What follows belongs to an exercise in optimizing a design on an open flow for small area, a short achievable clock period and few clock cycles; a production flow would make more cautious choices. The RTL was checked by simulation tests, not by an equivalence proof against the original design.

==> inputs of run a <==
Design dg_lane, start of the top module:
module dg_lane (
    input  wire         clk,
    input  wire         rst,
    input  wire         in_valid,
    output wire         in_ready,
    input  wire [31:0]  in_data,
    input  wire         in_last,
    input  wire [2:0]   in_nbytes,
    input  wire [1:0]   in_mode,
    output wire         out_valid,
    output wire [255:0] out_digest
);
export LEC_CHECK = 0
export ABC_AREA = 1
export CAP_MARGIN = 20
export CORE_MARGIN = 2
export CORE_UTILIZATION = 60
export PLACE_DENSITY = 0.7
export SETUP_SLACK_MARGIN = 5
export SLEW_MARGIN = 20
create_clock -name core_clock -period 10.0 [get_ports {clk}]
run.sh (not shown) runs the stock make flow with config.mk's settings and CLKGATE_MAP_FILE= SYNTH_SCRIPT=/design/flow/synth_recipe.tcl, a recipe that flattens the netlist after the stock synthesis.
==> inputs of run b, as changes to run a <==
--- a/flow/design.v
+++ b/flow/design.v
@@ -92,11 +92,12 @@
     reg [3:0]   wslot;        
     reg         wfull;        
     reg         pv;           
     reg [1:0]   pinit;        
     reg [2:0]   pend_end;     
-    reg [21:0]  bcnt;
+    reg [19:0]  wc;           
+    reg [1:0]   lnb;          
     reg         pad80, fin;
     reg [31:0]  w  [0:15];
     reg [31:0]  kr [0:15];
     reg [31:0]  hr [0:7];
     reg [31:0]  a, b, c, e, f, g;
@@ -109,13 +110,12 @@
     reg        ffw;           
     wire       ph18  = (ph != 4'd0) && (ph <= 4'd8);
     wire start = start_r;
     wire rstart  = start && !busy;           
     wire sched   = (busy && t <= 6'd46) || start;
-    wire wfree   = !sched && !wfull;
-    wire [3:0] cslot = ph + 4'd1;
-    wire slot_ok = wfree && (cslot == wslot);
+    reg  slot_r;
+    wire slot_ok = slot_r;
     reg rdy;
     assign in_ready = rdy;
     wire fire = in_valid && in_ready;
     wire [2:0]  nb       = in_last ? in_nbytes : 3'd4;
     wire [1:0]  cur_mode = (lst == L_IDLE) ? in_mode : lmode;
@@ -147,11 +147,11 @@
                     ins_w = 32'h36363636;
                     k1w   = slot_ok;
                 end else if (!pad80)
                     ins_w = 32'h80000000;
                 else if (wslot == 4'd15 && fin)
-                    ins_w = {7'd0, bcnt, 3'd0};
+                    ins_w = {7'd0, wc, lnb, 3'd0};
             end
             L_OPAD: begin
                 ins   = slot_ok;
                 ins_w = kr[0] ^ 32'h5c5c5c5c;
             end
@@ -170,11 +170,11 @@
                              (lst == L_OUTB && wslot == 4'd0));
     wire start_n = (ph == 4'd14) && (wfull || wfull_set) &&
                    ((pinit == I_CONT) ? ((busy && q == 2'd3 && cur_end == E_NONE) ||
                                          (!busy && hstat == H_CHAIN))
                                       : (!busy && hstat == H_READY));
-    reg [5:0] kix;
+    reg [31:0] Kr;
     localparam [2047:0] KTAB = {
         32'hc67178f2, 32'hbef9a3f7, 32'ha4506ceb, 32'h90befffa,
         32'h8cc70208, 32'h84c87814, 32'h78a5636f, 32'h748f82ee,
         32'h682e6ff3, 32'h5b9cca4f, 32'h4ed8aa4a, 32'h391c0cb3,
         32'h34b0bcb5, 32'h2748774c, 32'h1e376c08, 32'h19a4c116,
@@ -189,11 +189,11 @@
         32'hc19bf174, 32'h9bdc06a7, 32'h80deb1fe, 32'h72be5d74,
         32'h550c7dc3, 32'h243185be, 32'h12835b01, 32'hd807aa98,
         32'hab1c5ed5, 32'h923f82a4, 32'h59f111f1, 32'h3956c25b,
         32'he9b5dba5, 32'hb5c0fbcf, 32'h71374491, 32'h428a2f98
     };
-    wire [31:0] kt = KTAB[{kix, 5'd0} +: 32];
+    wire [31:0] kt = Kr;
     reg [31:0] ivw;
     always @(*) begin
         case (ph[2:0])
             3'd1:    ivw = 32'h5be0cd19;
             3'd2:    ivw = 32'h1f83d9ab;
@@ -220,11 +220,11 @@
     wire [31:0] a_new = a4s + a4c;
     wire [31:0] e1s = Xs ^ Xc ^ ch;
     wire [31:0] e1c = {((Xs & Xc) | (Xs & ch) | (Xc & ch)), 1'b0};
     wire [31:0] e2s = e1s ^ e1c ^ s1;
     wire [31:0] e2c = {((e1s & e1c) | (e1s & s1) | (e1c & s1)), 1'b0};
-    wire [31:0] e_new = e2s + e2c;
+    wire [31:0] e_new = bk_add(e2s, e2c);
     wire [31:0] ss0   = rotr(w[1], 7) ^ rotr(w[1], 18) ^ (w[1] >> 3);
     wire [31:0] ss1   = rotr(w[14], 17) ^ rotr(w[14], 19) ^ (w[14] >> 10);
     wire [31:0] sc1s  = ss1 ^ w[9] ^ w[0];
     wire [31:0] sc1c  = {((ss1 & w[9]) | (ss1 & w[0]) | (w[9] & w[0])), 1'b0};
     wire [31:0] sc2s  = sc1s ^ sc1c ^ ss0;
@@ -297,11 +297,12 @@
     reg [3:0] wslot_n;
     reg  wfull_n;
     reg  pv_n;
     reg [1:0] pinit_n;
     reg [2:0] pend_end_n;
-    reg [21:0] bcnt_n;
+    reg [19:0] wc_n;
+    reg [1:0] lnb_n;
     reg  pad80_n;
     reg  fin_n;
     always @(*) begin
         ph_n = ph;
         start_r_n = start_r;
@@ -325,11 +326,12 @@
         wslot_n = wslot;
         wfull_n = wfull;
         pv_n = pv;
         pinit_n = pinit;
         pend_end_n = pend_end;
-        bcnt_n = bcnt;
+        wc_n = wc;
+        lnb_n = lnb;
         pad80_n = pad80;
         fin_n = fin;
         ph_n   = ph + 4'd1;
         start_r_n = start_n;
         mode_ok_n = in_valid && !fire && (in_mode != MODE_KEY);
@@ -341,11 +343,12 @@
         case (lst)
             L_IDLE: if (fire) begin
                 lmode_n = in_mode;
                 pv_n    = 1'b1;
                 pinit_n = (in_mode == MODE_HMAC) ? I_IS : I_IV;
-                bcnt_n  = ((in_mode == MODE_HMAC) ? 22'd64 : 22'd0) + {19'd0, nb};
+                wc_n    = ((in_mode == MODE_HMAC) ? 20'd16 : 20'd0) + {19'd0, nb[2]};
+                lnb_n   = nb[1:0];
                 fin_n   = 1'b0;
                 wslot_n = 4'd1;
                 if (in_mode == MODE_KEY) os_pend_n = 1'b1;
                 if (in_last) begin
                     pad80_n = (nb != 3'd4);
@@ -354,11 +357,12 @@
                     pad80_n = 1'b0;
                     lst_n   = L_MSG;
                 end
             end
             L_MSG: if (fire) begin
-                bcnt_n  = bcnt + {19'd0, nb};
+                wc_n    = wc + {19'd0, nb[2]};
+                lnb_n   = nb[1:0];
                 wslot_n = wslot + 4'd1;
                 if (wslot == 4'd0) begin
                     pv_n    = 1'b1;
                     pinit_n = I_CONT;
                 end
@@ -480,10 +484,13 @@
     wire wfree_n = !sched_n && !wfull_n;
     wire [3:0] cslot_n = ph_n + 4'd1;
     wire rdy_n = (lst_n == L_IDLE) ? (wfree_n && ph_n == 4'd15 && (!os_pend_n || mode_ok_n)) :
                  (lst_n == L_MSG)  ? (wfree_n && cslot_n == wslot_n) :
                  (lst_n == L_K17);
+    wire [5:0] kix_n = {q_n, ph_n} + 6'd1;
+    always @(posedge clk)
+        Kr <= KTAB[{kix_n, 5'd0} +: 32];
     always @(posedge clk) begin
         if (rst) begin
             ph <= 4'd0;
             start_r <= 1'b0;
             mode_ok <= 1'b0;
@@ -506,15 +513,16 @@
             wslot <= 4'd0;
             wfull <= 1'b0;
             pv <= 1'b0;
             pinit <= I_CONT;
             pend_end <= E_NONE;
-            bcnt <= 22'd0;
+            wc <= 20'd0;
+            lnb <= 2'd0;
             pad80 <= 1'b0;
             fin <= 1'b0;
             rdy      <= 1'b0;
-            kix      <= 6'd49;
+            slot_r   <= 1'b0;
         end else begin
             ph <= ph_n;
             start_r <= start_r_n;
             mode_ok <= mode_ok_n;
             t62 <= t62_n;
@@ -536,13 +544,14 @@
             wslot <= wslot_n;
             wfull <= wfull_n;
             pv <= pv_n;
             pinit <= pinit_n;
             pend_end <= pend_end_n;
-            bcnt <= bcnt_n;
+            wc <= wc_n;
+            lnb <= lnb_n;
             pad80 <= pad80_n;
             fin <= fin_n;
             rdy      <= rdy_n;
-            kix      <= {q_n, ph_n} + 6'd1;
+            slot_r   <= wfree_n && (cslot_n == wslot_n);
         end
     end
 endmodule
--- a/flow/config.mk
+++ b/flow/config.mk
@@ -7,8 +7,10 @@
 export LEC_CHECK = 0
 export ABC_AREA = 1
 export CAP_MARGIN = 20
 export CORE_MARGIN = 2
 export CORE_UTILIZATION = 60
+export CTS_CLUSTER_DIAMETER = 100
+export CTS_CLUSTER_SIZE = 25
 export PLACE_DENSITY = 0.7
 export SETUP_SLACK_MARGIN = 5
 export SLEW_MARGIN = 20
==> comparison <==
- Run a ran to the end with no violations. Run b went through all stages and came out clean.
- Setup slack: run a is higher than run b (0.052 ns).
- In run b the utilization is lower than in run a, by 3.7 points.
- Die area: run b is larger than run a (about 0.75%).
- Count of clock-buffer cells in the layout: run a is higher than run b (125).
Testbench counts of run a, summed over its fixed seeds: cycles 160,840.
Testbench counts of run b, summed over its fixed seeds: cycles 160,840.

[separate check: timing with driven ports]
The flow's constraints put no driver on any port. The routed layouts listed below were extracted and timed again, unchanged, in two steps.
Step 1: set_driving_cell puts a clkbuf_16 on clk and a buf_2 on each other input, an assumption about the parent block.
Step 2 also shifts input and output timing later by t, the mid clock arrival at the registers, as if the neighbouring blocks saw the same clock.
a / b / c = no drivers / after step 1 / after step 2; a / b = the first two.
run | t, ns | setup slack, ns | worst setup path after step 2 | latest minus earliest clock arrival (ns) | worst slew at a driven data input, ns
run a | 0.854 | 4.994 / 4.994 / 4.339 | input to register | 0.084 / 0.084 | 0.05
run b | 0.795 | 4.942 / 4.942 / 4.465 | input to register | 0.035 / 0.035 | 0.19
After both steps setup and hold are still met in every run listed. For run a, which loses most, drivers alone change the setup slack by 0.000 ns; drivers and shift together by -0.655 ns.
